What follows belongs to an exercise in optimizing a design on an open flow for small area, a short achievable clock period and few clock cycles; a production flow would make more cautious choices. In this exercise RTL edits were held to simulation tests only and were not proved equivalent to the original. Power figures rest on the tool's default switching activity, not on a simulated workload.

`flow/design.v`:
```
module cvu_core (
    input  wire         clk,
    input  wire         rst,
    input  wire         go,
    input  wire [1:0]   go_alg,
    input  wire         go_init,
    input  wire         go_final,
    input  wire [30:0]  go_len,
    input  wire         ctx_we,
    input  wire [3:0]   ctx_sel,
    input  wire [31:0]  ctx_wdata,
    input  wire         done_clr,
    input  wire         in_valid,
    output wire         in_ready,
    input  wire [31:0]  in_data,
    output wire         busy,
    output reg          done,
    output reg          finalised,
    output reg  [3:0]   cfg_err,
    output wire [255:0] state,
    output wire [63:0]  count
);
    localparam ALG_SHA256 = 2'd3;
    reg         busy_r;
    reg         start;       
    reg  [1:0]  alg;
    reg         ini;
    reg         fin;
    reg  [28:0] wrem;        
    reg  [1:0]  tailb;       
    reg         dl;          
    reg         rdy;         
    reg  [31:0] ib;          
    reg  [1:0]  ibnb;        
    reg         ibv;
    reg  [6:0]  c;           
    reg         tailm;       
    reg         zrot;        
    reg         ivs;         
    reg  [1:0]  rk;          
    reg         p80;         
    reg         lenin;       
    reg         ph_need;     
    reg         ph_ins;      
    reg         ph_rnd;      
    reg         ph_upd;      
    reg         ph_sts;      
    reg  [31:0] st0, st1, st2, st3, st4, st5, st6, st7;
    reg  [63:0] cnt;
    reg  [31:0] va, vb, vc, vd, ve, vf, vg, vh;
    reg  [31:0] w0, w1, w2, w3, w4, w5, w6, w7;
    reg  [31:0] w8, w9, w10, w11, w12, w13, w14, w15;
    reg  [31:0] kwh;         
    reg  [31:0] kr;          
    assign busy     = busy_r;
    assign in_ready = rdy;
    assign state    = {st7, st6, st5, st4, st3, st2, st1, st0};
    assign count    = cnt;
    wire is_sha   = (alg == ALG_SHA256);
    wire sha_busy = busy_r & is_sha;
    wire crc_busy = busy_r & ~is_sha;
    wire len_z = (go_len == 31'd0);
    wire err2 = (go_len[30] & (|go_len[29:0])) | (len_z & ~go_final);
    wire err3 = (go_alg == ALG_SHA256) & ~go_final &
                ((|go_len[5:0]) | (~go_init & (|cnt[5:0])));
    wire err4 = ~go_init & finalised;
    wire [3:0] go_err = err2 ? 4'd2 : err3 ? 4'd3 : err4 ? 4'd4 : 4'd0;
    wire go_idle = go & ~busy_r;
    wire go_ok   = go_idle & ~err2 & ~err3 & ~err4;
    wire go_sha  = (go_alg == ALG_SHA256);
    wire ctx_wr  = ctx_we & ~busy_r & ~go & (ctx_sel <= 4'd9);
    wire wrem_nz = |wrem;
    wire take    = in_valid & rdy;
    wire [1:0] tnb = wrem_nz ? 2'd0 : tailb;     
    wire lastw   = ~wrem_nz | ((wrem == 29'd1) & (tailb == 2'd0));
    reg [31:0] fmt;
    always @(*) begin
        fmt = {in_data[7:0], in_data[15:8], in_data[23:16], in_data[31:24]};
        case (tnb)
            2'd1: fmt = {fmt[31:24], 24'h800000};
            2'd2: fmt = {fmt[31:16], 16'h8000};
            2'd3: fmt = {fmt[31:8], 8'h80};
            default: ;
        endcase
    end
    wire [2:0] ibn = {ibnb == 2'd0, ibnb};
    wire adv     = ~ph_need | ibv | ~dl;          
    wire ins     = ph_ins & adv;                  
    wire rnd     = ph_rnd & adv;
    wire upd     = ph_upd & adv;
    wire sha_cons = ph_need & ibv;                
    wire c_wrap  = (c == 7'd67);
    wire more    = fin ? ~lenin : (dl | ibv);     
    wire sts     = ph_sts & adv;
    wire sha_end = ph_sts & tailm & (c == 7'd2);  
    wire [6:0] c_nx   = c_wrap ? 7'd0 : c + 7'd1;
    wire       tailm_nx = c_wrap ? ~more : tailm;
    wire [63:0] bitlen = {cnt[60:0], 3'b000};
    reg  [31:0] padw;
    always @(*) begin
        if (!p80)
            padw = 32'h8000_0000;
        else if (c[3:0] == 4'd14)
            padw = bitlen[63:32];
        else if (c[3:0] == 4'd15 && lenin)
            padw = bitlen[31:0];
        else
            padw = 32'd0;
    end
    wire [31:0] ss0 = {w1[6:0], w1[31:7]} ^ {w1[17:0], w1[31:18]} ^ {3'd0, w1[31:3]};
    wire [31:0] ss1 = {w14[16:0], w14[31:17]} ^ {w14[18:0], w14[31:19]} ^ {10'd0, w14[31:10]};
    wire [31:0] sp  = w0 ^ w9;
    wire [31:0] sq  = ss0 ^ ss1;
    wire [31:0] sr  = sp ^ sq;
    wire [31:0] st_ = (sp & ss0) | (~sp & w0);                   
    wire [31:0] sti = {st_[30:0], 1'b0};
    wire [31:0] sc2s = sr ^ sti;
    wire [31:0] sc2c = ((sr & sti) | (~sr & ss1)) << 1;
    wire [31:0] wsch;
    cvu_add32 u_add_w (.a(sc2s), .b(sc2c), .s(wsch));
    wire [31:0] wnew = ~ph_need ? wsch : (ibv ? ib : padw);
    reg [31:0] kc;
    always @(*) begin
        case (c[5:0])
            6'd0:  kc = 32'h428a2f98; 6'd1:   kc = 32'h71374491;
            6'd2:  kc = 32'hb5c0fbcf; 6'd3:   kc = 32'he9b5dba5;
            6'd4:  kc = 32'h3956c25b; 6'd5:   kc = 32'h59f111f1;
            6'd6:  kc = 32'h923f82a4; 6'd7:   kc = 32'hab1c5ed5;
            6'd8:  kc = 32'hd807aa98; 6'd9:   kc = 32'h12835b01;
            6'd10: kc = 32'h243185be; 6'd11:  kc = 32'h550c7dc3;
            6'd12: kc = 32'h72be5d74; 6'd13:  kc = 32'h80deb1fe;
            6'd14: kc = 32'h9bdc06a7; 6'd15:  kc = 32'hc19bf174;
            6'd16: kc = 32'he49b69c1; 6'd17:  kc = 32'hefbe4786;
            6'd18: kc = 32'h0fc19dc6; 6'd19:  kc = 32'h240ca1cc;
            6'd20: kc = 32'h2de92c6f; 6'd21:  kc = 32'h4a7484aa;
            6'd22: kc = 32'h5cb0a9dc; 6'd23:  kc = 32'h76f988da;
            6'd24: kc = 32'h983e5152; 6'd25:  kc = 32'ha831c66d;
            6'd26: kc = 32'hb00327c8; 6'd27:  kc = 32'hbf597fc7;
            6'd28: kc = 32'hc6e00bf3; 6'd29:  kc = 32'hd5a79147;
            6'd30: kc = 32'h06ca6351; 6'd31:  kc = 32'h14292967;
            6'd32: kc = 32'h27b70a85; 6'd33:  kc = 32'h2e1b2138;
            6'd34: kc = 32'h4d2c6dfc; 6'd35:  kc = 32'h53380d13;
            6'd36: kc = 32'h650a7354; 6'd37:  kc = 32'h766a0abb;
            6'd38: kc = 32'h81c2c92e; 6'd39:  kc = 32'h92722c85;
            6'd40: kc = 32'ha2bfe8a1; 6'd41:  kc = 32'ha81a664b;
            6'd42: kc = 32'hc24b8b70; 6'd43:  kc = 32'hc76c51a3;
            6'd44: kc = 32'hd192e819; 6'd45:  kc = 32'hd6990624;
            6'd46: kc = 32'hf40e3585; 6'd47:  kc = 32'h106aa070;
            6'd48: kc = 32'h19a4c116; 6'd49:  kc = 32'h1e376c08;
            6'd50: kc = 32'h2748774c; 6'd51:  kc = 32'h34b0bcb5;
            6'd52: kc = 32'h391c0cb3; 6'd53:  kc = 32'h4ed8aa4a;
            6'd54: kc = 32'h5b9cca4f; 6'd55:  kc = 32'h682e6ff3;
            6'd56: kc = 32'h748f82ee; 6'd57:  kc = 32'h78a5636f;
            6'd58: kc = 32'h84c87814; 6'd59:  kc = 32'h8cc70208;
            6'd60: kc = 32'h90befffa; 6'd61:  kc = 32'ha4506ceb;
            6'd62: kc = 32'hbef9a3f7; default: kc = 32'hc67178f2;
        endcase
    end
    wire [31:0] k1s = kr ^ w15 ^ vg;
    wire [31:0] k1c = ((kr & w15) | (kr & vg) | (w15 & vg)) << 1;
    wire [31:0] kwh_nx;
    cvu_add32 u_add_k (.a(k1s), .b(k1c), .s(kwh_nx));
    wire [31:0] bs0 = {va[1:0], va[31:2]} ^ {va[12:0], va[31:13]} ^ {va[21:0], va[31:22]};
    wire [31:0] bs1 = {ve[5:0], ve[31:6]} ^ {ve[10:0], ve[31:11]} ^ {ve[24:0], ve[31:25]};
    wire [31:0] ch  = (ve & vf) | (~ve & vg);
    wire [31:0] mj  = (va & vb) | (va & vc) | (vb & vc);
    wire [31:0] x1s = kwh ^ ch ^ mj;
    wire [31:0] x1c = ((kwh & ch) | (kwh & mj) | (ch & mj)) << 1;
    wire [31:0] xp  = x1s ^ x1c;
    wire [31:0] xq  = bs1 ^ bs0;
    wire [31:0] xr  = xp ^ xq;
    wire [31:0] xt  = (xp & bs1) | (~xp & x1s);                  
    wire [31:0] xti = {xt[30:0], 1'b0};
    wire [31:0] x3s = xr ^ xti;
    wire [31:0] x3c = ((xr & xti) | (~xr & bs0)) << 1;
    wire [31:0] yp  = kwh ^ vd;
    wire [31:0] yq  = ch ^ bs1;
    wire [31:0] yr  = yp ^ yq;
    wire [31:0] yt  = (yp & ch) | (~yp & kwh);                   
    wire [31:0] yti = {yt[30:0], 1'b0};
    wire [31:0] y2s = yr ^ yti;
    wire [31:0] y2c = ((yr & yti) | (~yr & bs1)) << 1;
    reg [31:0] iva, ive;
    always @(*) begin
        case (rk)
            2'd2:    begin iva = 32'ha54ff53a; ive = 32'h5be0cd19; end
            2'd3:    begin iva = 32'h3c6ef372; ive = 32'h1f83d9ab; end
            2'd0:    begin iva = 32'hbb67ae85; ive = 32'h9b05688c; end
            default: begin iva = 32'h6a09e667; ive = 32'h510e527f; end
        endcase
    end
    wire [31:0] hua = ivs ? iva : st3;
    wire [31:0] hue = ivs ? ive : st7;
    wire [31:0] hva = zrot ? 32'd0 : vd;
    wire [31:0] hve = zrot ? 32'd0 : vh;
    wire [31:0] sum_a, sum_e;
    cvu_add32 u_add_a (.a(ph_rnd ? x3s : hua), .b(ph_rnd ? x3c : hva), .s(sum_a));
    cvu_add32 u_add_e (.a(ph_rnd ? y2s : hue), .b(ph_rnd ? y2c : hve), .s(sum_e));
    wire [1:0]  csh = 2'd0 - ibnb;                
    wire [31:0] yc = (alg == 2'd2) ? {st0[15:0], 16'd0}
                                   : {st0[7:0], st0[15:8], st0[23:16], st0[31:24]};
    wire [31:0] xc = yc ^ ib;
    reg  [31:0] zc, rs;
    always @(*) begin
        case (csh)
            2'd0:    begin zc = xc;                rs = 32'd0;               end
            2'd1:    begin zc = {8'd0, xc[31:8]};  rs = {24'd0, st0[31:24]}; end
            2'd2:    begin zc = {16'd0, xc[31:16]}; rs = {16'd0, st0[31:16]}; end
            default: begin zc = {24'd0, xc[31:24]}; rs = {8'd0, st0[31:8]};   end
        endcase
    end
    wire [31:0] g32c, g32;
    wire [15:0] m16;
    wire [175:0] t_z;
    assign t_z[31:0] = zc;
    assign t_z[32] = t_z[15] ^ t_z[30];
    assign t_z[33] = t_z[26] ^ t_z[31];
    assign t_z[34] = t_z[24] ^ t_z[28];
    assign t_z[35] = t_z[23] ^ t_z[29];
    assign t_z[36] = t_z[13] ^ t_z[27];
    assign t_z[37] = t_z[14] ^ t_z[25];
    assign t_z[38] = t_z[2] ^ t_z[18];
    assign t_z[39] = t_z[4] ^ t_z[8];
    assign t_z[40] = t_z[1] ^ t_z[5];
    assign t_z[41] = t_z[6] ^ t_z[10];
    assign t_z[42] = t_z[3] ^ t_z[19];
    assign t_z[43] = t_z[9] ^ t_z[16];
    assign t_z[44] = t_z[7] ^ t_z[11];
    assign t_z[45] = t_z[12] ^ t_z[20];
    assign t_z[46] = t_z[17] ^ t_z[22];
    assign t_z[47] = t_z[21] ^ t_z[34];
    assign t_z[48] = t_z[0] ^ t_z[33];
    assign t_z[49] = t_z[32] ^ t_z[37];
    assign t_z[50] = t_z[21] ^ t_z[36];
    assign t_z[51] = t_z[32] ^ t_z[39];
    assign t_z[52] = t_z[26] ^ t_z[45];
    assign t_z[53] = t_z[0] ^ t_z[22];
    assign t_z[54] = t_z[12] ^ t_z[46];
    assign t_z[55] = t_z[3] ^ t_z[38];
    assign t_z[56] = t_z[40] ^ t_z[43];
    assign t_z[57] = t_z[6] ^ t_z[42];
    assign t_z[58] = t_z[30] ^ t_z[35];
    assign t_z[59] = t_z[36] ^ t_z[48];
    assign t_z[60] = t_z[2] ^ t_z[41];
    assign t_z[61] = t_z[33] ^ t_z[44];
    assign t_z[62] = t_z[17] ^ t_z[23];
    assign t_z[63] = t_z[7] ^ t_z[20];
    assign t_z[64] = t_z[14] ^ t_z[47];
    assign t_z[65] = t_z[25] ^ t_z[28];
    assign t_z[66] = t_z[4] ^ t_z[44];
    assign t_z[67] = t_z[15] ^ t_z[29];
    assign t_z[68] = t_z[40] ^ t_z[41];
    assign t_z[69] = t_z[24] ^ t_z[37];
    assign t_z[70] = t_z[18] ^ t_z[27];
    assign t_z[71] = t_z[1] ^ t_z[35];
    assign t_z[72] = t_z[17] ^ t_z[30];
    assign t_z[73] = t_z[27] ^ t_z[31];
    assign t_z[74] = t_z[5] ^ t_z[31];
    assign t_z[75] = t_z[15] ^ t_z[16];
    assign t_z[76] = t_z[11] ^ t_z[39];
    assign t_z[77] = t_z[9] ^ t_z[35];
    assign t_z[78] = t_z[22] ^ t_z[44];
    assign t_z[79] = t_z[21] ^ t_z[42];
    assign t_z[80] = t_z[7] ^ t_z[10];
    assign t_z[81] = t_z[9] ^ t_z[25];
    assign t_z[82] = t_z[5] ^ t_z[19];
    assign t_z[83] = t_z[16] ^ t_z[49];
    assign t_z[84] = t_z[4] ^ t_z[14];
    assign t_z[85] = t_z[13] ^ t_z[64];
    assign t_z[86] = t_z[38] ^ t_z[41];
    assign t_z[87] = t_z[43] ^ t_z[47];
    assign t_z[88] = t_z[10] ^ t_z[29];
    assign t_z[89] = t_z[19] ^ t_z[28];
    assign t_z[90] = t_z[2] ^ t_z[71];
    assign t_z[91] = t_z[48] ^ t_z[65];
    assign t_z[92] = t_z[20] ^ t_z[55];
    assign t_z[93] = t_z[39] ^ t_z[56];
    assign t_z[94] = t_z[14] ^ t_z[73];
    assign t_z[95] = t_z[34] ^ t_z[43];
    assign t_z[96] = t_z[46] ^ t_z[67];
    assign t_z[97] = t_z[11] ^ t_z[32];
    assign t_z[98] = t_z[24] ^ t_z[29];
    assign t_z[99] = t_z[30] ^ t_z[50];
    assign t_z[100] = t_z[0] ^ t_z[62];
    assign t_z[101] = t_z[8] ^ t_z[32];
    assign t_z[102] = t_z[17] ^ t_z[52];
    assign t_z[103] = t_z[18] ^ t_z[23];
    assign t_z[104] = t_z[0] ^ t_z[15];
    assign t_z[105] = t_z[1] ^ t_z[63];
    assign t_z[106] = t_z[13] ^ t_z[26];
    assign t_z[107] = t_z[49] ^ t_z[106];
    assign t_z[108] = t_z[38] ^ t_z[40];
    assign t_z[109] = t_z[12] ^ t_z[33];
    assign t_z[110] = t_z[28] ^ t_z[45];
    assign t_z[111] = t_z[25] ^ t_z[61];
    assign t_z[112] = t_z[42] ^ t_z[51];
    assign t_z[113] = t_z[54] ^ t_z[90];
    assign t_z[114] = t_z[28] ^ t_z[79];
    assign t_z[115] = t_z[60] ^ t_z[72];
    assign t_z[116] = t_z[92] ^ t_z[96];
    assign t_z[117] = t_z[8] ^ t_z[22];
    assign t_z[118] = t_z[38] ^ t_z[75];
    assign t_z[119] = t_z[47] ^ t_z[68];
    assign t_z[120] = t_z[1] ^ t_z[61];
    assign t_z[121] = t_z[6] ^ t_z[51];
    assign t_z[122] = t_z[22] ^ t_z[27];
    assign t_z[123] = t_z[42] ^ t_z[52];
    assign t_z[124] = t_z[60] ^ t_z[99];
    assign t_z[125] = t_z[2] ^ t_z[24];
    assign t_z[126] = t_z[50] ^ t_z[82];
    assign t_z[127] = t_z[6] ^ t_z[58];
    assign t_z[128] = t_z[21] ^ t_z[24];
    assign t_z[129] = t_z[57] ^ t_z[101];
    assign t_z[130] = t_z[7] ^ t_z[21];
    assign t_z[131] = t_z[1] ^ t_z[19];
    assign t_z[132] = t_z[15] ^ t_z[52];
    assign t_z[133] = t_z[1] ^ t_z[84];
    assign t_z[134] = t_z[3] ^ t_z[31];
    assign t_z[135] = t_z[10] ^ t_z[62];
    assign t_z[136] = t_z[12] ^ t_z[53];
    assign t_z[137] = t_z[13] ^ t_z[35];
    assign t_z[138] = t_z[54] ^ t_z[57];
    assign t_z[139] = t_z[104] ^ t_z[138];
    assign t_z[140] = t_z[86] ^ t_z[105];
    assign t_z[141] = t_z[5] ^ t_z[9];
    assign t_z[142] = t_z[54] ^ t_z[66];
    assign t_z[143] = t_z[0] ^ t_z[17];
    assign t_z[144] = t_z[13] ^ t_z[55];
    assign t_z[145] = t_z[57] ^ t_z[108];
    assign t_z[146] = t_z[11] ^ t_z[107];
    assign t_z[147] = t_z[8] ^ t_z[55];
    assign t_z[148] = t_z[36] ^ t_z[69];
    assign t_z[149] = t_z[43] ^ t_z[88];
    assign t_z[150] = t_z[18] ^ t_z[34];
    assign t_z[151] = t_z[18] ^ t_z[69];
    assign t_z[152] = t_z[45] ^ t_z[76];
    assign t_z[153] = t_z[59] ^ t_z[67];
    assign t_z[154] = t_z[0] ^ t_z[56];
    assign t_z[155] = t_z[49] ^ t_z[89];
    assign t_z[156] = t_z[27] ^ t_z[53];
    assign t_z[157] = t_z[17] ^ t_z[65];
    assign t_z[158] = t_z[16] ^ t_z[72];
    assign t_z[159] = t_z[26] ^ t_z[34];
    assign t_z[160] = t_z[16] ^ t_z[38];
    assign t_z[161] = t_z[29] ^ t_z[30];
    assign t_z[162] = t_z[4] ^ t_z[42];
    assign t_z[163] = t_z[31] ^ t_z[98];
    assign t_z[164] = t_z[33] ^ t_z[46];
    assign t_z[165] = t_z[3] ^ t_z[11];
    assign t_z[166] = t_z[51] ^ t_z[62];
    assign t_z[167] = t_z[10] ^ t_z[111];
    assign t_z[168] = t_z[31] ^ t_z[37];
    assign t_z[169] = t_z[20] ^ t_z[24];
    assign t_z[170] = t_z[16] ^ t_z[109];
    assign t_z[171] = t_z[26] ^ t_z[32];
    assign t_z[172] = t_z[24] ^ t_z[51];
    assign t_z[173] = t_z[31] ^ t_z[53];
    assign t_z[174] = t_z[68] ^ t_z[77];
    assign t_z[175] = t_z[35] ^ t_z[78];
    assign g32c[0] = t_z[91] ^ t_z[112] ^ t_z[113];
    assign g32c[1] = t_z[58] ^ t_z[59] ^ t_z[92] ^ t_z[93];
    assign g32c[2] = t_z[93] ^ t_z[94] ^ t_z[114] ^ t_z[115];
    assign g32c[3] = t_z[41] ^ t_z[66] ^ t_z[74] ^ t_z[95] ^ t_z[116];
    assign g32c[4] = t_z[61] ^ t_z[117] ^ t_z[118] ^ t_z[119];
    assign g32c[5] = t_z[27] ^ t_z[95] ^ t_z[120] ^ t_z[121];
    assign g32c[6] = t_z[23] ^ t_z[26] ^ t_z[56] ^ t_z[80] ^ t_z[112] ^ t_z[122];
    assign g32c[7] = t_z[68] ^ t_z[81] ^ t_z[97] ^ t_z[98] ^ t_z[122] ^ t_z[123];
    assign g32c[8] = t_z[23] ^ t_z[45] ^ t_z[66] ^ t_z[91] ^ t_z[124];
    assign g32c[9] = t_z[66] ^ t_z[83] ^ t_z[100] ^ t_z[125] ^ t_z[126];
    assign g32c[10] = t_z[20] ^ t_z[38] ^ t_z[82] ^ t_z[84] ^ t_z[127];
    assign g32c[11] = t_z[63] ^ t_z[74] ^ t_z[128] ^ t_z[129];
    assign g32c[12] = t_z[28] ^ t_z[43] ^ t_z[90] ^ t_z[102] ^ t_z[129] ^ t_z[130];
    assign g32c[13] = t_z[36] ^ t_z[47] ^ t_z[80] ^ t_z[81] ^ t_z[103] ^ t_z[131] ^ t_z[132];
    assign g32c[14] = t_z[45] ^ t_z[50] ^ t_z[97] ^ t_z[133] ^ t_z[134] ^ t_z[135];
    assign g32c[15] = t_z[74] ^ t_z[76] ^ t_z[85] ^ t_z[118] ^ t_z[136];
    assign g32c[16] = t_z[56] ^ t_z[69] ^ t_z[137] ^ t_z[139];
    assign g32c[17] = t_z[39] ^ t_z[100] ^ t_z[107] ^ t_z[140];
    assign g32c[18] = t_z[37] ^ t_z[47] ^ t_z[58] ^ t_z[70] ^ t_z[141] ^ t_z[142];
    assign g32c[19] = t_z[4] ^ t_z[68] ^ t_z[143] ^ t_z[144];
    assign g32c[20] = t_z[14] ^ t_z[66] ^ t_z[145];
    assign g32c[21] = t_z[8] ^ t_z[40] ^ t_z[46] ^ t_z[63] ^ t_z[91] ^ t_z[127];
    assign g32c[22] = t_z[4] ^ t_z[7] ^ t_z[25] ^ t_z[70] ^ t_z[87] ^ t_z[139];
    assign g32c[23] = t_z[45] ^ t_z[74] ^ t_z[80] ^ t_z[101] ^ t_z[144];
    assign g32c[24] = t_z[6] ^ t_z[8] ^ t_z[87] ^ t_z[113] ^ t_z[146];
    assign g32c[25] = t_z[49] ^ t_z[54] ^ t_z[59] ^ t_z[77] ^ t_z[80] ^ t_z[147];
    assign g32c[26] = t_z[11] ^ t_z[38] ^ t_z[54] ^ t_z[148] ^ t_z[149];
    assign g32c[27] = t_z[12] ^ t_z[42] ^ t_z[135] ^ t_z[146] ^ t_z[150];
    assign g32c[28] = t_z[19] ^ t_z[151] ^ t_z[152] ^ t_z[153];
    assign g32c[29] = t_z[50] ^ t_z[52] ^ t_z[154] ^ t_z[155];
    assign g32c[30] = t_z[1] ^ t_z[20] ^ t_z[59] ^ t_z[60] ^ t_z[64] ^ t_z[96];
    assign g32c[31] = t_z[44] ^ t_z[47] ^ t_z[55] ^ t_z[71] ^ t_z[83] ^ t_z[156];
    assign g32[0] = t_z[2] ^ t_z[8] ^ t_z[27] ^ t_z[34] ^ t_z[83] ^ t_z[109];
    assign g32[1] = t_z[3] ^ t_z[43] ^ t_z[153] ^ t_z[157];
    assign g32[2] = t_z[0] ^ t_z[70] ^ t_z[88] ^ t_z[133] ^ t_z[158] ^ t_z[159];
    assign g32[3] = t_z[19] ^ t_z[29] ^ t_z[73] ^ t_z[97] ^ t_z[108] ^ t_z[157];
    assign g32[4] = t_z[48] ^ t_z[57] ^ t_z[110] ^ t_z[160] ^ t_z[161];
    assign g32[5] = t_z[50] ^ t_z[105] ^ t_z[158] ^ t_z[162] ^ t_z[163];
    assign g32[6] = t_z[5] ^ t_z[39] ^ t_z[46] ^ t_z[70] ^ t_z[128] ^ t_z[132];
    assign g32[7] = t_z[6] ^ t_z[9] ^ t_z[53] ^ t_z[65] ^ t_z[103] ^ t_z[126];
    assign g32[8] = t_z[14] ^ t_z[19] ^ t_z[41] ^ t_z[63] ^ t_z[71] ^ t_z[117] ^ t_z[159];
    assign g32[9] = t_z[35] ^ t_z[43] ^ t_z[45] ^ t_z[61] ^ t_z[64];
    assign g32[10] = t_z[2] ^ t_z[85] ^ t_z[88] ^ t_z[164];
    assign g32[11] = t_z[22] ^ t_z[35] ^ t_z[70] ^ t_z[83] ^ t_z[165];
    assign g32[12] = t_z[12] ^ t_z[48] ^ t_z[89] ^ t_z[166];
    assign g32[13] = t_z[8] ^ t_z[18] ^ t_z[20] ^ t_z[36] ^ t_z[154] ^ t_z[163];
    assign g32[14] = t_z[37] ^ t_z[87] ^ t_z[115] ^ t_z[131];
    assign g32[15] = t_z[116] ^ t_z[167];
    assign g32[16] = t_z[23] ^ t_z[38] ^ t_z[76] ^ t_z[104] ^ t_z[114] ^ t_z[168];
    assign g32[17] = t_z[53] ^ t_z[67] ^ t_z[93] ^ t_z[123];
    assign g32[18] = t_z[4] ^ t_z[9] ^ t_z[40] ^ t_z[100] ^ t_z[124] ^ t_z[169];
    assign g32[19] = t_z[78] ^ t_z[119] ^ t_z[147] ^ t_z[168];
    assign g32[20] = t_z[9] ^ t_z[34] ^ t_z[39] ^ t_z[57] ^ t_z[58] ^ t_z[78] ^ t_z[94];
    assign g32[21] = t_z[5] ^ t_z[10] ^ t_z[26] ^ t_z[27] ^ t_z[63] ^ t_z[77] ^ t_z[84] ^ t_z[125];
    assign g32[22] = t_z[5] ^ t_z[14] ^ t_z[21] ^ t_z[60] ^ t_z[165] ^ t_z[170];
    assign g32[23] = t_z[3] ^ t_z[6] ^ t_z[24] ^ t_z[36] ^ t_z[75] ^ t_z[142];
    assign g32[24] = t_z[5] ^ t_z[7] ^ t_z[59] ^ t_z[160] ^ t_z[166];
    assign g32[25] = t_z[12] ^ t_z[81] ^ t_z[143] ^ t_z[145] ^ t_z[171];
    assign g32[26] = t_z[59] ^ t_z[140] ^ t_z[162];
    assign g32[27] = t_z[40] ^ t_z[45] ^ t_z[79] ^ t_z[111] ^ t_z[172];
    assign g32[28] = t_z[20] ^ t_z[53] ^ t_z[85] ^ t_z[121] ^ t_z[141];
    assign g32[29] = t_z[15] ^ t_z[69] ^ t_z[130] ^ t_z[173] ^ t_z[174];
    assign g32[30] = t_z[1] ^ t_z[23] ^ t_z[28] ^ t_z[41] ^ t_z[44] ^ t_z[94] ^ t_z[136];
    assign g32[31] = t_z[58] ^ t_z[120] ^ t_z[148];
    assign m16[0] = t_z[52] ^ t_z[76] ^ t_z[89] ^ t_z[156];
    assign m16[1] = t_z[40] ^ t_z[50] ^ t_z[77] ^ t_z[110];
    assign m16[2] = t_z[22] ^ t_z[60] ^ t_z[85] ^ t_z[161];
    assign m16[3] = t_z[49] ^ t_z[134] ^ t_z[175];
    assign m16[4] = t_z[23] ^ t_z[170] ^ t_z[172];
    assign m16[5] = t_z[13] ^ t_z[25] ^ t_z[46] ^ t_z[48] ^ t_z[82] ^ t_z[95] ^ t_z[152];
    assign m16[6] = t_z[18] ^ t_z[37] ^ t_z[50] ^ t_z[102] ^ t_z[174];
    assign m16[7] = t_z[19] ^ t_z[36] ^ t_z[64] ^ t_z[78] ^ t_z[86] ^ t_z[171];
    assign m16[8] = t_z[8] ^ t_z[37] ^ t_z[42] ^ t_z[73] ^ t_z[75] ^ t_z[110] ^ t_z[175];
    assign m16[9] = t_z[51] ^ t_z[87] ^ t_z[102] ^ t_z[137];
    assign m16[10] = t_z[46] ^ t_z[74] ^ t_z[99] ^ t_z[149] ^ t_z[151];
    assign m16[11] = t_z[11] ^ t_z[41] ^ t_z[103] ^ t_z[155] ^ t_z[164];
    assign m16[12] = t_z[7] ^ t_z[35] ^ t_z[39] ^ t_z[75] ^ t_z[150] ^ t_z[173];
    assign m16[13] = t_z[8] ^ t_z[17] ^ t_z[19] ^ t_z[24] ^ t_z[25] ^ t_z[56] ^ t_z[58];
    assign m16[14] = t_z[33] ^ t_z[72] ^ t_z[81] ^ t_z[86] ^ t_z[169];
    assign m16[15] = t_z[70] ^ t_z[79] ^ t_z[167];
    wire [15:0] q16 = m16 ^ ((csh == 2'd3) ? {st0[7:0], 8'd0} : 16'd0);
    wire [31:0] crc_nx = (alg == 2'd0) ? (g32c ^ rs) :
                         (alg == 2'd1) ? (g32 ^ rs) : {16'd0, q16};
    wire crc_end = crc_busy & ~dl;
    wire crc_ini = crc_busy & start & ini;
    wire job_end = sha_end | crc_end;
    wire dl_nx    = dl & ~(take & lastw);
    wire ibv_nx   = take | (ibv & ~crc_busy & ~ph_need);
    wire need_nx  = adv ? (~tailm_nx & ((c_nx < 7'd16))) : ph_need;
    wire rdy_nx   = ~job_end & dl_nx & (~is_sha | ~ibv_nx | need_nx);
    always @(posedge clk) begin
        if (rst) begin
            busy_r    <= 1'b0;
            start     <= 1'b0;
            rdy       <= 1'b0;
            ibv       <= 1'b0;
            ph_need   <= 1'b0;
            ph_ins    <= 1'b0;
            ph_rnd    <= 1'b0;
            ph_upd    <= 1'b0;
            ph_sts    <= 1'b0;
            done      <= 1'b0;
            finalised <= 1'b0;
            cfg_err   <= 4'd0;
        end else begin
            if (done_clr)
                done <= 1'b0;
            start <= 1'b0;
            if (go_idle) begin
                cfg_err <= go_err;
                busy_r  <= go_ok;
                start   <= go_ok;
                rdy     <= go_ok & ~len_z;
                ibv     <= 1'b0;
                ph_need <= 1'b0;
                ph_ins  <= 1'b0;
                ph_rnd  <= 1'b0;
                ph_upd  <= go_ok & go_sha;
                ph_sts  <= go_ok & go_sha;
            end else if (busy_r) begin
                rdy <= rdy_nx;
                ibv <= ibv_nx;
                if (sha_busy && adv) begin
                    ph_need <= ~tailm_nx & (c_nx < 7'd16);
                    ph_ins  <= ~tailm_nx & (c_nx < 7'd64);
                    ph_rnd  <= (c_nx >= 7'd2) & (c_nx <= 7'd65);
                    ph_upd  <= (c_nx >= 7'd66) | (c_nx <= 7'd1);
                    ph_sts  <= (c_nx >= 7'd66) | (c_nx <= 7'd2);
                end
                if (job_end) begin
                    busy_r    <= 1'b0;
                    done      <= 1'b1;
                    finalised <= fin;
                    ph_need   <= 1'b0;
                    ph_ins    <= 1'b0;
                    ph_rnd    <= 1'b0;
                    ph_upd    <= 1'b0;
                    ph_sts    <= 1'b0;
                end
            end
            if (ctx_wr)
                finalised <= 1'b0;
        end
    end
    always @(posedge clk) begin
        if (go_idle) begin
            alg   <= go_alg;
            ini   <= go_init;
            fin   <= go_final;
            wrem  <= go_len[30:2];
            tailb <= go_len[1:0];
            dl    <= ~len_z;
            c     <= 7'd66;
            tailm <= 1'b0;
            zrot  <= 1'b1;
            ivs   <= go_init;
            rk    <= 2'd2;
            p80   <= 1'b0;
            lenin <= 1'b0;
        end else begin
            if (take) begin
                ib   <= fmt;
                ibnb <= tnb;
                dl   <= ~lastw;
                if (wrem_nz) wrem  <= wrem - 29'd1;
                else         tailb <= 2'd0;
            end
            if (sha_busy && adv) begin
                c     <= c_nx;
                rk    <= c_nx[1:0];
                tailm <= tailm_nx;
                if (c == 7'd1) begin
                    zrot <= 1'b0;
                    ivs  <= 1'b0;
                end
                if (ph_need) begin
                    if (ibv) begin
                        if (ibnb != 2'd0) p80 <= 1'b1;
                    end else if (!p80) begin
                        p80 <= 1'b1;
                    end else if (c[3:0] == 4'd14) begin
                        lenin <= 1'b1;
                    end
                end
            end
        end
    end
    always @(posedge clk) begin
        if (ins) begin
            w0 <= w1;   w1 <= w2;   w2 <= w3;   w3 <= w4;
            w4 <= w5;   w5 <= w6;   w6 <= w7;   w7 <= w8;
            w8 <= w9;   w9 <= w10;  w10 <= w11; w11 <= w12;
            w12 <= w13; w13 <= w14; w14 <= w15; w15 <= wnew;
        end
        if (sha_busy && adv) begin
            kwh <= kwh_nx;
            kr  <= kc;
        end
    end
    always @(posedge clk) begin
        if (rnd | upd) begin
            va <= sum_a; vb <= va; vc <= vb; vd <= vc;
            ve <= sum_e; vf <= ve; vg <= vf; vh <= vg;
        end
    end
    always @(posedge clk) begin
        if (rst) begin
            st0 <= 32'd0; st1 <= 32'd0; st2 <= 32'd0; st3 <= 32'd0;
            st4 <= 32'd0; st5 <= 32'd0; st6 <= 32'd0; st7 <= 32'd0;
            cnt <= 64'd0;
        end else begin
            if (ctx_wr) begin
                case (ctx_sel)
                    4'd0: st0 <= ctx_wdata;
                    4'd1: st1 <= ctx_wdata;
                    4'd2: st2 <= ctx_wdata;
                    4'd3: st3 <= ctx_wdata;
                    4'd4: st4 <= ctx_wdata;
                    4'd5: st5 <= ctx_wdata;
                    4'd6: st6 <= ctx_wdata;
                    4'd7: st7 <= ctx_wdata;
                    4'd8: cnt[31:0]  <= ctx_wdata;
                    default: cnt[63:32] <= ctx_wdata;
                endcase
            end
            if (start && ini)
                cnt <= 64'd0;
            if ((crc_busy && ibv) || sha_cons)
                cnt <= cnt + {61'd0, ibn};
            if (sts) begin
                st0 <= va; st1 <= st0; st2 <= st1; st3 <= st2;
                st4 <= ve; st5 <= st4; st6 <= st5; st7 <= st6;
            end
            if (crc_ini) begin
                st0 <= (alg == 2'd2) ? 32'h0000_FFFF : 32'hFFFF_FFFF;
                st1 <= 32'd0; st2 <= 32'd0; st3 <= 32'd0;
                st4 <= 32'd0; st5 <= 32'd0; st6 <= 32'd0; st7 <= 32'd0;
            end
            if (crc_busy && ibv)
                st0 <= crc_nx;
        end
    end
endmodule
module cvu_add32 (
    input  wire [31:0] a,
    input  wire [31:0] b,
    output wire [31:0] s
);
    assign s = a + b;
endmodule
```
`flow/flow/run.sh`:
```
#!/bin/bash
# The standard layout (standard.sh) with two changes to how it is made:
# ORFS's timing repair aims for 8 ns of setup slack on the design's clock
# (repair_timing -setup_margin 8) and works on the worst endpoint at a time, and
# the port buffers are buf_2 cells. ORFS writes each step's log under
# orfs/logs; make's own output goes to standard_flow.log.
set -euo pipefail
bash standard.sh SETUP_SLACK_MARGIN=8 TNS_END_PERCENT=0 \
    "BUFFER_PORTS_ARGS=-buffer_cell sky130_fd_sc_hd__buf_2" finish > standard_flow.log 2>&1
```
`flow/standard.sh`:
```
#!/bin/bash
# synth_recipe.tcl (not shown) runs the flow's synth.tcl, then flattens the netlist and writes it again
# the make line also repeats each setting of config.mk as NAME=value (left out here)
make -C /OpenROAD-flow-scripts/flow DESIGN_CONFIG=/design/flow/config.mk WORK_HOME=/design/flow/orfs CLKGATE_MAP_FILE= SYNTH_SCRIPT=/design/flow/synth_recipe.tcl "${@:-finish}"
```
`flow/config.mk`:
```
export PLATFORM = sky130hd
export DESIGN_NAME = cvu_core
export DESIGN_NICKNAME = cvu_core
export VERILOG_FILES = /design/flow/design.v
export SDC_FILE = /design/flow/constraint.sdc
export NUM_CORES = 4
export LEC_CHECK = 0
export CAP_MARGIN = 20
export CORE_MARGIN = 2
export CORE_UTILIZATION = 55
export CTS_CLUSTER_DIAMETER = 60
export CTS_CLUSTER_SIZE = 20
export PLACE_DENSITY = 0.7
export SLEW_MARGIN = 20
export SYNTH_HIERARCHICAL = 1
```
`flow/constraint.sdc`:
```
create_clock -name core_clock -period 11.0 [get_ports {clk}]
set_input_delay 2.2000 -clock core_clock [delete_from_list [all_inputs] [get_ports {clk}]]
set_output_delay 2.2000 -clock core_clock [all_outputs]
set_load 0.01 [all_outputs]
```
==> impl_summary.log, run 1 <==
INFO  metric number_of_i_o_pins = 437
INFO  metric detail_route_antenna_nets = 0
INFO  metric die_area = 138000 um^2
INFO  metric largest_register_ffs = 64
INFO  metric timing.max_slew.rel_slack = 22.4%
INFO  metric crit_arrival = 5.00 ns
INFO  metric grt_first_pass_wirelength = 450000 um
INFO  metric vias_in_the_first_global_route = 59200
INFO  metric row_count = 135
INFO  metric die_y = 372 um
INFO  metric io_port_bufs = 435
INFO  metric detail_route.wirelength = 331000 um
INFO  metric worst_setup_path_start_kind = register
INFO  metric post_synth_main_area_contributors = sky130_fd_sc_hd__edfxtp_1, sky130_fd_sc_hd__xnor2_1, sky130_fd_sc_hd__dfxtp_1
INFO  metric status = complete, no violations
INFO  metric synthDominantCellAreaShare = 36.4%
INFO  metric worst-endpoint-required = 11.53 ns
INFO  metric antenna_found_initial = 32
INFO  metric synthesis.area = 74500 um^2
INFO  metric final_total_negative_setup_slack = 0 ns
INFO  metric slew_viol_final = 0
INFO  metric cts_tree = yes
INFO  metric number_of_nets_in_the_final_layout = 7988
INFO  metric fp.dieW = 372 um
INFO  metric number_of_clock_sinks = 1248
INFO  metric synth.yosys.seq_area_share = 45.7%
INFO  metric vdd.ir_drop.worst = 0.163 mV
INFO  metric ys_ff_latch = 1248
INFO  metric yosys.cell_types.count = 108
INFO  metric detailedPlacementHpwl = 243000 um
INFO  metric clock_tree.buffer_depth = 3
INFO  metric post_detailed_route_via_to_cell_ratio = 6.80
INFO  metric clk_root_buffer_cell = sky130_fd_sc_hd__clkbuf_16
INFO  metric fmaxAchievable = 224 MHz
INFO  metric worstHoldPathType = register to register
INFO  metric final_cell_mix = sky130_fd_sc_hd__edfxtp_1, sky130_fd_sc_hd__nand2_1, sky130_fd_sc_hd__xnor2_1
INFO  metric grt_setup_unrepaired = true
INFO  metric floorplan.core_area = 135000 um^2
INFO  metric timing_worst_setup_path_type = register to register
INFO  metric async_flop_share = 0%
INFO  metric setup_viol_count_final = 0
INFO  metric worstSkewPairLatency = 0.80 ns
INFO  metric slew_of_the_pin_with_the_lowest_slew_margin = 1.15 ns
INFO  metric grt_max_degree = 180
INFO  metric layout_worst_path_cycle_share = 40.6%
INFO  metric detail_route.drc_violations = 0
INFO  metric final_critical_path_setup_slack = 6.53 ns
INFO  metric gate_count_of_the_mapped_netlist = 7273
INFO  metric busiest_layer = met2
INFO  metric post-layout-total-power = 15.2 mW
INFO  metric clock-skew-final = 0.0856 ns
INFO  metric remaining_global_route_overflow = 0
INFO  metric layout_min_cycle_time = 4.47 ns
INFO  metric ctsHoldBuffers = 0
INFO  metric clk_pin_slew = 0.08 ns
INFO  metric power-per-cell-area = 177 nW/um^2
INFO  metric path_max_fanout = 16
INFO  metric layout.core_utilization = 63.8%
INFO  metric drt_first_pass_iters = 10
INFO  metric crit_path_end_kind = register
INFO  metric layout-drive-gt1-share = 17.3%
INFO  metric routedWlPerCell = 34.6 um
INFO  metric cap_violations = 0
INFO  metric dp_slack = 5.43 ns
INFO  metric h-tree-depth = 3
INFO  metric routed-via-count = 65100
INFO  metric synthesis.area_per_instance = 10.2 um^2
INFO  metric globalRouteMet1Util = 60.4%
INFO  metric weighted_congestion_reported_at_the_end_of_routability_driven_placement = 1.11
INFO  metric ys_flop_type = sky130_fd_sc_hd__edfxtp_1
INFO  metric drt_iter0_drc = 10600
INFO  metric synth_top_area_cell = sky130_fd_sc_hd__edfxtp_1
INFO  metric leakage = 32.1 nW
INFO  metric top_register = cnt
INFO  metric grt_usage = 46.3%
INFO  metric synthToLayoutAreaGrowth = 15.5%
INFO  metric synth_enable_flop_cells = 903
INFO  metric report.final.hold_viol_count = 0
INFO  metric cts_inserted_buffers = 113
INFO  metric start_util = 55.2%
INFO  metric yosys_warnings = 7
INFO  metric worst_hold_slack = 0.407 ns
INFO  metric layout_commonest_cell = sky130_fd_sc_hd__edfxtp_1
INFO  metric globalRouteMet2Util = 64.1%
INFO  metric globalRouteMet3Util = 16.2%
## routing by layer
layer  share of wire, %  wire, um  vias to the layer above
li1                   -         -                    27100
met5              0.052       173                        -
met4                8.4     28000                       14
met3                 15     48100                     1198
met2                 40    133000                     5193
met1                 37    122000                    31600
## cell families (layout without fill, tap and decap cells)
logic type / count (synthesis) / after routing / share of synthesized area, %
AO/OA/AOI/OAI: 1934 / 1934 / 17.0
XOR/XNOR: 1242 / 1242 / 15.5
adder cells (fa/ha/maj): 319 / 319 / 5.68
buffers and inverters: 638 / 1129 / 3.35
flip-flops: 1248 / 1248 / 45.7
multiplexers: 173 / 173 / 2.54
other: 1 / 26 / 0.00503
AND/OR/NAND/NOR: 1718 / 1718 / 10.2
## synthesized netlist by cell type, types with 66 or more instances
cell / count
sky130_fd_sc_hd__edfxtp_1: 903
sky130_fd_sc_hd__xnor2_1: 840
sky130_fd_sc_hd__nand2_1: 763
sky130_fd_sc_hd__a21oi_1: 573
sky130_fd_sc_hd__nor2_1: 423
sky130_fd_sc_hd__clkbuf_1: 403
sky130_fd_sc_hd__o21ai_0: 399
sky130_fd_sc_hd__dfxtp_1: 345
sky130_fd_sc_hd__xor2_1: 345
sky130_fd_sc_hd__a22oi_1: 226
sky130_fd_sc_hd__mux2i_1: 149
sky130_fd_sc_hd__ha_1: 146
sky130_fd_sc_hd__inv_1: 143
sky130_fd_sc_hd__a21o_1: 136
sky130_fd_sc_hd__maj3_1: 106
sky130_fd_sc_hd__nor3_1: 103
sky130_fd_sc_hd__nand3_1: 97
sky130_fd_sc_hd__a211oi_1: 91
sky130_fd_sc_hd__a31oi_1: 73
sky130_fd_sc_hd__nand2b_1: 72
sky130_fd_sc_hd__fa_1: 67
sky130_fd_sc_hd__a22o_1: 66
## final timing paths
kind         endpoint  cells after the start  startpoint  slack [ns]
max            ve[31]                     18        c[0]        6.53
min            w12[3]                      0      w13[3]        0.41
max reg2reg    ve[31]                     18        c[0]        6.53
min reg2reg    w12[3]                      0      w13[3]        0.41
## stage by stage
step	area (um^2)	cells
finish	86000	9570
global route	86000	9549
CTS	85200	9522
detailed placement	78200	9123
global placement	78100	9119
floorplan	74500	7275
## critical path, cell delays in order (launching register included)
cell and delay, ns:
sky130_fd_sc_hd__dfxtp_2 0.40, sky130_fd_sc_hd__buf_12 0.19, sky130_fd_sc_hd__clkinvlp_4 0.14, sky130_fd_sc_hd__buf_4 0.16
sky130_fd_sc_hd__ha_1 0.22, sky130_fd_sc_hd__buf_6 0.19, sky130_fd_sc_hd__nand3b_1 0.17, sky130_fd_sc_hd__buf_4 0.20
sky130_fd_sc_hd__buf_4 0.20, sky130_fd_sc_hd__o21ai_0 0.10, sky130_fd_sc_hd__mux2i_1 0.12, sky130_fd_sc_hd__ha_1 0.36
sky130_fd_sc_hd__o211ai_1 0.12, sky130_fd_sc_hd__o21ai_2 0.27, sky130_fd_sc_hd__o21bai_4 0.11, sky130_fd_sc_hd__a22oi_4 0.33
sky130_fd_sc_hd__a311oi_4 0.21, sky130_fd_sc_hd__o311a_1 0.36, sky130_fd_sc_hd__or3_1 0.36
## timing repair
action,4_1_cts,5_1_grt
resized for setup,231,98
cloned,1,0
pin swaps,50,38
setup buffers,183,25
endpoints found under the setup margin,1353,1392
## modules after synthesis (local to each module, per instance)
module	copies in the design	flops+latches	cell area, um^2	cells inside
cvu_core	1	1248	67500	6309
cvu_add32	4	0	1740	241
## cell type report
type / instances / area [um^2]
clock inverter: 76 / 1100
multi-input combinational: 5389 / 40000
antenna: 23 / 57.6
clock buffer: 139 / 3020
inverter: 150 / 584
timing repair buffer: 764 / 4970
sequential: 1248 / 34000
fill: 10600 / 48900
tap: 1781 / 2230
## where the power goes
part           switching (mW)  internal (mW)
Combinational            3.12           2.09
Clock                    2.19           2.21
Sequential              0.332           5.30
Total                    5.64           9.61
Testbench counts, summed over its fixed seeds: cycles 37,894.
==> run 2: changes to the inputs <==
--- a/flow/design.v
+++ b/flow/design.v
@@ -158,8 +158,7 @@
     end
     wire [31:0] k1s = kr ^ w15 ^ vg;
     wire [31:0] k1c = ((kr & w15) | (kr & vg) | (w15 & vg)) << 1;
-    wire [31:0] kwh_nx;
-    cvu_add32 u_add_k (.a(k1s), .b(k1c), .s(kwh_nx));
+    wire [31:0] kwh_nx = k1s + k1c;
     wire [31:0] bs0 = {va[1:0], va[31:2]} ^ {va[12:0], va[31:13]} ^ {va[21:0], va[31:22]};
     wire [31:0] bs1 = {ve[5:0], ve[31:6]} ^ {ve[10:0], ve[31:11]} ^ {ve[24:0], ve[31:25]};
     wire [31:0] ch  = (ve & vf) | (~ve & vg);
==> run 2 against run 1 <==
Against the previous run: clock power fell by 5.9%; routed wire length up 2.4%; sequential share of layout area grew 0.30 points; still clean; critical path type is now primary input to register; register-to-register slack worse by 0.18 ns; die area fell by 0.42%; count of clock-buffer cells in the layout is 4 lower.
==> impl_summary.log, run 2 <==
INFO  metric status = complete, no violations
INFO  metric worstHoldPathType = register to register
INFO  metric fp.dieW = 371 um (-0.21%)
INFO  metric layout_worst_path_cycle_share = 42.3% (+1.7 points)
INFO  metric floorplan.core_area = 134000 um^2 (-0.99%)
INFO  metric vias_in_the_first_global_route = 59200 (+0.0017%)
INFO  metric cap_violations = 0 (unchanged)
INFO  metric synthesis.area_per_instance = 10.2 um^2 (-0.27%)
INFO  metric number_of_nets_in_the_final_layout = 7993 (+0.063%)
INFO  metric synthDominantCellAreaShare = 36.6% (+0.15 points)
INFO  metric ys_flop_type = sky130_fd_sc_hd__edfxtp_1
INFO  metric timing_worst_setup_path_type = primary input to register
INFO  metric yosys_warnings = 7 (unchanged)
INFO  metric fraction_of_synthesized_area_in_multiplexers = 2.41% (-0.13 points)
INFO  metric detail_route.drc_violations = 0 (unchanged)
INFO  metric timing.max_slew.rel_slack = 21.7% (-0.74 points)
INFO  metric yosysMostFrequentCell = sky130_fd_sc_hd__edfxtp_1
INFO  metric crit_path_end_kind = register
INFO  metric async_flop_share = 0% (unchanged)
INFO  metric vdd.ir_drop.worst = 0.177 mV (+8.4%)
INFO  metric grt_usage = 47.4% (+1.1 points)
INFO  metric gate_count_of_the_mapped_netlist = 7262 (-0.15%)
INFO  metric drt_first_pass_iters = 13 (+3)
INFO  metric post_detailed_route_via_to_cell_ratio = 6.90 (+1.4%)
INFO  metric post_synth_most_frequent_cells = sky130_fd_sc_hd__edfxtp_1, sky130_fd_sc_hd__xnor2_1, sky130_fd_sc_hd__nand2_1
INFO  metric post-layout-total-power = 15.8 mW (+3.8%)
INFO  metric io_port_bufs = 435 (unchanged)
INFO  metric delay_of_the_slowest_cell_on_the_worst_path = 0.60 ns (+0.20 ns)
INFO  metric worstSkewPairLatency = 0.78 ns (-0.02 ns)
INFO  metric routed-via-count = 66000 (+1.3%)
INFO  metric row_count = 134 (-0.74%)
INFO  metric clk_root_buffer_cell = sky130_fd_sc_hd__clkbuf_16
INFO  metric worst-endpoint-required = 11.66 ns (+0.13 ns)
INFO  metric top_register = cnt
INFO  metric h-tree-depth = 3 (unchanged)
INFO  metric setup_viol_count_final = 0 (unchanged)
INFO  metric detail_route_antenna_nets = 0 (unchanged)
INFO  metric synthesis.area = 74200 um^2 (-0.42%)
INFO  metric clock-skew-final = 0.0366 ns (-0.0490 ns)
INFO  metric synth_xor_area_share = 15.3% (-0.19 points)
INFO  metric grt_setup_unrepaired = true
INFO  metric routedWlPerCell = 35.4 um (+2.4%)
INFO  metric grt_max_degree = 179 (-0.56%)
INFO  metric largest_register_ffs = 64 (unchanged)
INFO  metric layout_min_cycle_time = 4.66 ns (+0.190 ns)
INFO  metric fmaxAchievable = 215 MHz (-4.1%)
INFO  metric slew_of_the_pin_with_the_lowest_slew_margin = 1.16 ns (+0.00694 ns)
INFO  metric die_area = 138000 um^2 (-0.42%)
INFO  metric path_max_fanout = 4 (-12)
INFO  metric yosys.cell_types.count = 103 (-4.6%)
INFO  metric ys_ff_latch = 1248 (unchanged)
INFO  metric layout-drive-gt1-share = 17.0% (-0.34 points)
INFO  metric synth_top_area_cell = sky130_fd_sc_hd__edfxtp_1
INFO  metric report.final.hold_viol_count = 0 (unchanged)
INFO  metric power-per-cell-area = 185 nW/um^2 (+4.6%)
INFO  metric worst_setup_path_start_kind = primary input
INFO  metric synth_enable_flop_cells = 903 (unchanged)
INFO  metric synthToLayoutAreaGrowth = 15.1%
INFO  metric cell_breakdown_of_the_critical_path = buf_2, nor4_1, nand4_1, nor3_1, mux2_2, nor3b_1, o21ai_0, nor2_1, nor2_1, a221oi_1
INFO  metric post_synth_main_area_contributors = sky130_fd_sc_hd__edfxtp_1, sky130_fd_sc_hd__xnor2_1, sky130_fd_sc_hd__dfxtp_1
INFO  metric final_cell_mix = sky130_fd_sc_hd__edfxtp_1, sky130_fd_sc_hd__nand2_1, sky130_fd_sc_hd__xnor2_1
INFO  metric worstPathBufferInverterCount = 1 (-5)
INFO  metric drt_iter0_drc = 11300 (+6.2%)
INFO  metric number_of_clock_sinks = 1248 (unchanged)
INFO  metric worst_path_max_delay_cell = sky130_fd_sc_hd__nor4_1
INFO  metric worst_path_dominant_cell_family = simple AND/OR/NAND/NOR gates
INFO  metric detailedPlacementHpwl = 245000 um (+0.62%)
INFO  metric synthAdderAreaFrac = 5.68% (+0.0072 points)
INFO  metric grt_first_pass_wirelength = 455000 um (+1.0%)
INFO  metric number_of_i_o_pins = 437 (unchanged)
INFO  metric antenna_found_initial = 29 (-9.4%)
INFO  metric remaining_global_route_overflow = 0 (unchanged)
INFO  metric final_total_negative_setup_slack = 0 ns (unchanged)
INFO  metric detail_route.wirelength = 339000 um (+2.4%)
INFO  metric crit_arrival = 5.32 ns (+0.32 ns)
INFO  metric clk_pin_slew = 0.08 ns (about the same)
INFO  metric die_y = 371 um (-0.21%)
INFO  metric cts_tree = yes
INFO  metric synth-simple-area-share = 10.6% (+0.37 points)
INFO  metric synth.yosys.seq_area_share = 45.9% (+0.19 points)
INFO  metric critPathMostFrequentCell = sky130_fd_sc_hd__nor2_1
INFO  metric slew_viol_final = 0 (unchanged)
INFO  metric weighted_congestion_reported_at_the_end_of_routability_driven_placement = 1.10 (-0.55%)
INFO  metric leakage = 31.9 nW (-0.74%)
INFO  metric start_util = 55.5% (+0.32 points)
INFO  metric synth_compound_area_share = 16.8% (-0.22 points)
INFO  metric synth_top_family_by_area = compound AO/OA/AOI/OAI gates
INFO  metric clock_tree.buffer_depth = 3 (unchanged)
INFO  metric layout_commonest_cell = sky130_fd_sc_hd__edfxtp_1
INFO  metric cts_inserted_buffers = 108 (-4.4%)
run 2: cell count changes in the layout (fill, tap and decap cells not counted), moves of 23 or more:
cell / delta
sky130_fd_sc_hd__mux2i_1: -23
sky130_fd_sc_hd__nand2_1: +28
sky130_fd_sc_hd__nor2b_1: +27
sky130_fd_sc_hd__xnor2_1: -24
sky130_fd_sc_hd__a211oi_1: -31
sky130_fd_sc_hd__o31ai_1: +25
run 2: power by group:
group | internal [mW] | switching (mW)
clock | 2.08 | 2.06
sequential | 5.34 | 0.419
combinational | 2.31 | 3.62
run 2: logic make-up (layout without fill, tap and decap cells):
kind of cell             count (synthesis)  after routing
AO/OA/AOI/OAI                         1924           1924
XOR/XNOR                              1215           1215
adder cells (fa/ha/maj)                318            318
buffers and inverters                  633           1133
flip-flops                            1248           1248
multiplexers                           155            155
other                                    1             36
AND/OR/NAND/NOR                       1768           1769
run 2: layout make-up:
class,count,area [um^2]
fill,10500,48200
sequential,1248,34000
inverter,168,652
multi-input combinational,5383,39700
antenna,34,85.1
clock inverter,67,880
clock buffer,135,2880
timing repair buffer,763,4940
tap,1768,2210
run 2: per-layer routing:
layer	part of all wire (%)	wire, um	track usage [%]	up-vias
li1	-	-	-	27000
met1	35	117000	59.2	31900
met2	41	138000	65.7	5783
met3	16	53800	19.8	1281
met4	8.8	30000	33.8	30
met5	0.13	442	0	-
run 2: Yosys stat by module, one instance, submodules excluded:
module	area (um^2)	times used	cells inside	flip-flops and latches
cvu_core	68900	1	6539	1248
cvu_add32	1740	3	241	0
run 2: per-stage QoR:
step	util [%]	hold WS [ns]	setup slack, ns	cell area (um^2)	cells
after detailed placement	58.3	0.405	5.46	77900	9119
final	63.9	0.415	6.34	85400	9566
after global placement	58.3	0.400	5.55	77900	9118
after global routing	63.8	0.415	6.25	85300	9533
after CTS	62.6	0.416	6.44	83600	9437
after floorplan	-	0.400	6.44	74200	7263
run 2: worst register-to-register path, delay by kind of cell (launching register included):
kind            cells  cell delay, ns
mux                 1            0.15
compound gates      5            1.12
flops               1            0.55
fa+ha+maj           1            0.41
buf+inv             4            0.73
xor+xnor            6            1.24
simple gates        1            0.16
run 2: what timing repair did:
item                                     CTS  global route
cloned                                     0             1
gates resized for setup                  164           153
endpoints found under the setup margin  1395          1627
buffers inserted                         116            93
pin swaps                                 18            48
hold buffers                               0             0
run 2: path summary, 6_finish.rpt:
kind / from / end / slack [ns] / cells past startpoint
worst min register to register: w8[25] / w7[25] / 0.41 / 0
worst max register to register: ve[24] / va[26] / 6.35 / 18
worst max-delay path: go_len[15] / ph_sts / 6.34 / 10
worst min-delay path: w8[25] / w7[25] / 0.41 / 0
Testbench counts of run 2, summed over its fixed seeds: cycles 37,894.
==> run 3: changes to the inputs <==
--- a/flow/design.v
+++ b/flow/design.v
@@ -59,16 +59,18 @@
     wire is_sha   = (alg == ALG_SHA256);
     wire sha_busy = busy_r & is_sha;
     wire crc_busy = busy_r & ~is_sha;
-    wire len_z = (go_len == 31'd0);
-    wire err2 = (go_len[30] & (|go_len[29:0])) | (len_z & ~go_final);
-    wire err3 = (go_alg == ALG_SHA256) & ~go_final &
-                ((|go_len[5:0]) | (~go_init & (|cnt[5:0])));
-    wire err4 = ~go_init & finalised;
-    wire [3:0] go_err = err2 ? 4'd2 : err3 ? 4'd3 : err4 ? 4'd4 : 4'd0;
+    wire       len_z, go_ok;
+    wire [3:0] go_err;
+    cvu_gocheck u_gochk (
+        .go(go), .busy(busy_r), .go_alg(go_alg), .go_init(go_init),
+        .go_final(go_final), .go_len(go_len), .cnt_lo(cnt[5:0]),
+        .finalised(finalised), .len_z(len_z), .go_err(go_err), .go_ok(go_ok));
     wire go_idle = go & ~busy_r;
-    wire go_ok   = go_idle & ~err2 & ~err3 & ~err4;
     wire go_sha  = (go_alg == ALG_SHA256);
-    wire ctx_wr  = ctx_we & ~busy_r & ~go & (ctx_sel <= 4'd9);
+    wire [9:0] ctx_wr_w;
+    cvu_ctxdec u_ctxdec (.ctx_we(ctx_we), .busy(busy_r), .go(go), .ctx_sel(ctx_sel),
+                         .wr(ctx_wr_w));
+    wire ctx_wr  = |ctx_wr_w;
     wire wrem_nz = |wrem;
     wire take    = in_valid & rdy;
     wire [1:0] tnb = wrem_nz ? 2'd0 : tailb;     
@@ -84,6 +86,9 @@
         endcase
     end
     wire [2:0] ibn = {ibnb == 2'd0, ibnb};
+    wire [3:0]  cnt_lo = {1'b0, cnt[2:0]} + {1'b0, ibn};
+    wire [60:0] cnt_hi;
+    cvu_inc61 u_inc (.a(cnt[63:3]), .ci(cnt_lo[3]), .s(cnt_hi));
     wire adv     = ~ph_need | ibv | ~dl;          
     wire ins     = ph_ins & adv;                  
     wire rnd     = ph_rnd & adv;
@@ -158,7 +163,8 @@
     end
     wire [31:0] k1s = kr ^ w15 ^ vg;
     wire [31:0] k1c = ((kr & w15) | (kr & vg) | (w15 & vg)) << 1;
-    wire [31:0] kwh_nx = k1s + k1c;
+    wire [31:0] kwh_nx;
+    cvu_add32 u_add_k (.a(k1s), .b(k1c), .s(kwh_nx));
     wire [31:0] bs0 = {va[1:0], va[31:2]} ^ {va[12:0], va[31:13]} ^ {va[21:0], va[31:22]};
     wire [31:0] bs1 = {ve[5:0], ve[31:6]} ^ {ve[10:0], ve[31:11]} ^ {ve[24:0], ve[31:25]};
     wire [31:0] ch  = (ve & vf) | (~ve & vg);
@@ -567,24 +573,10 @@
             st4 <= 32'd0; st5 <= 32'd0; st6 <= 32'd0; st7 <= 32'd0;
             cnt <= 64'd0;
         end else begin
-            if (ctx_wr) begin
-                case (ctx_sel)
-                    4'd0: st0 <= ctx_wdata;
-                    4'd1: st1 <= ctx_wdata;
-                    4'd2: st2 <= ctx_wdata;
-                    4'd3: st3 <= ctx_wdata;
-                    4'd4: st4 <= ctx_wdata;
-                    4'd5: st5 <= ctx_wdata;
-                    4'd6: st6 <= ctx_wdata;
-                    4'd7: st7 <= ctx_wdata;
-                    4'd8: cnt[31:0]  <= ctx_wdata;
-                    default: cnt[63:32] <= ctx_wdata;
-                endcase
-            end
             if (start && ini)
                 cnt <= 64'd0;
             if ((crc_busy && ibv) || sha_cons)
-                cnt <= cnt + {61'd0, ibn};
+                cnt <= {cnt_hi, cnt_lo[2:0]};
             if (sts) begin
                 st0 <= va; st1 <= st0; st2 <= st1; st3 <= st2;
                 st4 <= ve; st5 <= st4; st6 <= st5; st7 <= st6;
@@ -596,6 +588,16 @@
             end
             if (crc_busy && ibv)
                 st0 <= crc_nx;
+            if (ctx_wr_w[0]) st0 <= ctx_wdata;
+            if (ctx_wr_w[1]) st1 <= ctx_wdata;
+            if (ctx_wr_w[2]) st2 <= ctx_wdata;
+            if (ctx_wr_w[3]) st3 <= ctx_wdata;
+            if (ctx_wr_w[4]) st4 <= ctx_wdata;
+            if (ctx_wr_w[5]) st5 <= ctx_wdata;
+            if (ctx_wr_w[6]) st6 <= ctx_wdata;
+            if (ctx_wr_w[7]) st7 <= ctx_wdata;
+            if (ctx_wr_w[8]) cnt[31:0]  <= ctx_wdata;
+            if (ctx_wr_w[9]) cnt[63:32] <= ctx_wdata;
         end
     end
 endmodule
@@ -606,3 +608,46 @@
 );
     assign s = a + b;
 endmodule
+module cvu_inc61 (
+    input  wire [60:0] a,
+    input  wire        ci,
+    output wire [60:0] s
+);
+    assign s = a + {60'd0, ci};
+endmodule
+module cvu_gocheck (
+    input  wire        go,
+    input  wire        busy,
+    input  wire [1:0]  go_alg,
+    input  wire        go_init,
+    input  wire        go_final,
+    input  wire [30:0] go_len,
+    input  wire [5:0]  cnt_lo,
+    input  wire        finalised,
+    output wire        len_z,
+    output wire [3:0]  go_err,
+    output wire        go_ok
+);
+    assign len_z = (go_len == 31'd0);
+    wire err2 = (go_len[30] & (|go_len[29:0])) | (len_z & ~go_final);
+    wire err3 = (go_alg == 2'd3) & ~go_final &
+                ((|go_len[5:0]) | (~go_init & (|cnt_lo)));
+    wire err4 = ~go_init & finalised;
+    assign go_err = err2 ? 4'd2 : err3 ? 4'd3 : err4 ? 4'd4 : 4'd0;
+    assign go_ok  = go & ~busy & ~err2 & ~err3 & ~err4;
+endmodule
+module cvu_ctxdec (
+    input  wire       ctx_we,
+    input  wire       busy,
+    input  wire       go,
+    input  wire [3:0] ctx_sel,
+    output wire [9:0] wr
+);
+    wire en = ctx_we & ~busy & ~go;
+    genvar i;
+    generate
+        for (i = 0; i < 10; i = i + 1) begin : g_wr
+            assign wr[i] = en & (ctx_sel == i);
+        end
+    endgenerate
+endmodule
==> run 3 against run 2 <==
Against the previous run: the layout now fails its checks (max-slew violations); cell count increased by 4.7%; routed wire length is 7.1% higher; count of clock-buffer cells in the layout stayed put; cell area is 2.4% higher; synthesized cell count is 6.1% higher; combinational power fell by 25%; critical path depth up 5; global-route usage up 2.6 points; via count is 4.2% higher; non-clock buffer count up 9.
==> impl_summary.log, run 3 <==
INFO  metric routed-via-count = 68700 (+4.2%)
INFO  metric die_area = 142000 um^2 (+2.7%)
INFO  metric antenna_found_initial = 48 (+66%)
INFO  metric ys_ff_latch = 1249 (+0.080%)
INFO  metric worstHoldPathType = register to register
INFO  metric yosys_warnings = 7 (unchanged)
INFO  metric layout_min_cycle_time = 4.71 ns (+0.0524 ns)
INFO  metric final-instance-count-excl-fill = 10000 (+4.7%)
INFO  metric synth_enable_flop_cells = 903 (unchanged)
INFO  metric clk_pin_slew = 0.09 ns (about the same)
INFO  metric number_of_i_o_pins = 437 (unchanged)
INFO  metric synth.yosys.seq_area_share = 44.7% (-1.2 points)
INFO  metric layout.core_utilization = 63.6% (-0.29 points)
INFO  metric synthToLayoutAreaGrowth = 14.7%
INFO  metric detailed_place.area = 79900 um^2 (+2.6%)
INFO  metric status = complete, but fails checks
INFO  metric clock_tree.buffer_depth = 3 (unchanged)
INFO  metric cap_violations = 0 (unchanged)
INFO  metric worst-endpoint-required = 11.51 ns (-0.15 ns)
INFO  metric cts_inserted_buffers = 110 (+1.9%)
INFO  metric worst_r2r_startpoint = w1[0]
INFO  metric synth_top_area_cell = sky130_fd_sc_hd__edfxtp_1
INFO  metric row_count = 136 (+1.5%)
INFO  metric setup_viol_count_final = 0 (unchanged)
INFO  metric final_total_negative_setup_slack = 0 ns (unchanged)
INFO  metric worst_setup_path_start_kind = register
INFO  metric leakage = 33.6 nW (+5.5%)
INFO  metric globalRouteMet1Util = 61.0% (+1.7 points)
INFO  metric crit_arrival = 5.22 ns (-0.10 ns)
INFO  metric worstSkewPairLatency = 0.82 ns (+0.04 ns)
INFO  metric detailedPlacementHpwl = 258000 um (+5.3%)
INFO  metric detail_route_antenna_nets = 0 (unchanged)
INFO  metric grt_max_degree = 207 (+16%)
INFO  metric largest_register_ffs = 64 (unchanged)
INFO  metric so.violations = max-slew violations
INFO  metric drt_first_pass_iters = 10 (-3)
INFO  metric globalRouteMet2Util = 71.4% (+5.6 points)
INFO  metric yosys.cell_types.count = 116 (+13%)
INFO  metric yosysMostFrequentCell = sky130_fd_sc_hd__nand2_1
INFO  metric final_cell_area = 87400 um^2 (+2.4%)
INFO  metric number_of_nets_in_the_final_layout = 8416 (+5.3%)
INFO  metric h-tree-depth = 3 (unchanged)
INFO  metric placedCellCount = 9572 (+5.0%)
INFO  metric floorplan.core_area = 137000 um^2 (+2.9%)
INFO  metric async_flop_share = 0% (unchanged)
INFO  metric slew_viol_final = 120 (+120)
INFO  metric fmaxAchievable = 212 MHz (-1.1%)
INFO  metric vdd.ir_drop.worst = 0.151 mV (-15%)
INFO  metric vias_in_the_first_global_route = 63900 (+8.0%)
run 3: final cells by class:
cell class | count | area share [%]
diodes | 27 | 0.0773
clock buffers | 135 | 3.33
clock inverters | 75 | 1.08
inverters | 201 | 0.868
multi-input cells | 5758 | 47.4
flip-flops and latches | 1249 | 38.9
well taps | 1794 | 2.57
repair buffers | 772 | 5.69
run 3: metrics by stage:
step,power (mW),hold slack (ns),setup WS (ns)
after floorplan,8.00,0.400,6.42
after global placement,9.44,0.400,5.59
after detailed placement,9.43,0.405,5.86
after CTS,13.8,0.385,6.71
after global routing,14.3,0.394,6.30
final,14.1,0.383,6.29
run 3: timing repair:
action                                  4_1_cts  5_1_grt
setup buffers                               186       13
gates resized for setup                     309       23
endpoints found under the setup margin     1005     1085
pin swaps                                    84       21
run 3: worst paths after layout:
| path | endpoint | slack, ns | cells past startpoint |
|---|---|---|---|
| worst max-delay path | w15[30] | 6.29 | 15 |
| worst min-delay path | w2[17] | 0.38 | 0 |
| worst max register to register | w15[30] | 6.29 | 15 |
| worst min register to register | w2[17] | 0.38 | 0 |
run 3: Yosys stat by module, one instance, submodules excluded:
module	copies in the design	flip-flops and latches	cells inside
cvu_add32	4	0	245
cvu_ctxdec	1	0	18
cvu_core	1	1249	6492
cvu_inc61	1	0	187
cvu_gocheck	1	0	26
run 3: where the power goes:
group	leakage, nW	internal [mW]	switching, mW
combinational	20.7	1.71	2.75
sequential	11.0	5.19	0.222
clock	1.87	2.06	2.17
total	33.6	8.96	5.14
run 3: cells by family after synthesis:
family | after synthesis | synth area share [%]
multiplexers | 114 | 1.78
adder cells (fa/ha/maj) | 350 | 5.96
XOR/XNOR | 1295 | 15.9
buffers and inverters | 697 | 3.55
AND/OR/NAND/NOR | 2312 | 13.4
other | 2 | 0.00985
flip-flops | 1249 | 44.7
AO/OA/AOI/OAI | 1684 | 14.8
run 3: metal layers:
metal	share of wire [%]	vias up	wire, um
met1	34	33000	123000
met4	9.5	22	34500
met5	0.039	-	140
met3	15	1534	54800
li1	-	28100	-
met2	41	6127	150000
run 3: critical path, cell delays in order (launching register included):
cell                       delay (ns)
sky130_fd_sc_hd__edfxtp_1        0.62
sky130_fd_sc_hd__xnor2_4         0.37
sky130_fd_sc_hd__xnor2_2         0.14
sky130_fd_sc_hd__xnor2_2         0.27
sky130_fd_sc_hd__xnor2_2         0.12
sky130_fd_sc_hd__xnor2_2         0.23
sky130_fd_sc_hd__ha_4            0.26
sky130_fd_sc_hd__and2_1          0.20
sky130_fd_sc_hd__a221o_1         0.37
sky130_fd_sc_hd__a21oi_1         0.14
sky130_fd_sc_hd__o21ai_1         0.07
sky130_fd_sc_hd__a31oi_1         0.24
sky130_fd_sc_hd__nand3_1         0.15
sky130_fd_sc_hd__xor2_2          0.21
sky130_fd_sc_hd__a222oi_1        0.82
sky130_fd_sc_hd__nand2_1         0.17
Testbench counts of run 3, summed over its fixed seeds: cycles 37,894.

[port drivers added, routing unchanged]
Ports are ideal in the flow. The routed layouts listed here were re-timed in OpenROAD. Step 1, drivers: a clkbuf_16 drives clk and a buf_2 each remaining input, both assumed. Step 2, shift: input delay + t, output delay - t, t = (earliest + latest rising clock arrival at the registers) / 2. This alone moves slack from input paths to output paths. a / b / c = no drivers / after step 1 / after step 2; a / b = the first two.
run | shift t [ns] | setup slack, ns | hold WS [ns] | worst slew at a driven data input, ns | pins driven straight from the clock port
run 1 | 0.844 | 6.532 / 6.532 / 5.824 | 0.407 / 0.407 / 0.407 | 0.17 | 1
run 2 | 0.845 | 6.342 / 6.352 / 5.565 | 0.415 / 0.415 / 0.415 | 0.15 | 1
run 3 | 0.867 | 6.290 / 6.290 / 5.834 | 0.383 / 0.383 / 0.383 | 0.27 | 1
For run 2, which loses most, drivers alone change the setup slack by +0.010 ns; drivers and shift together by -0.777 ns.
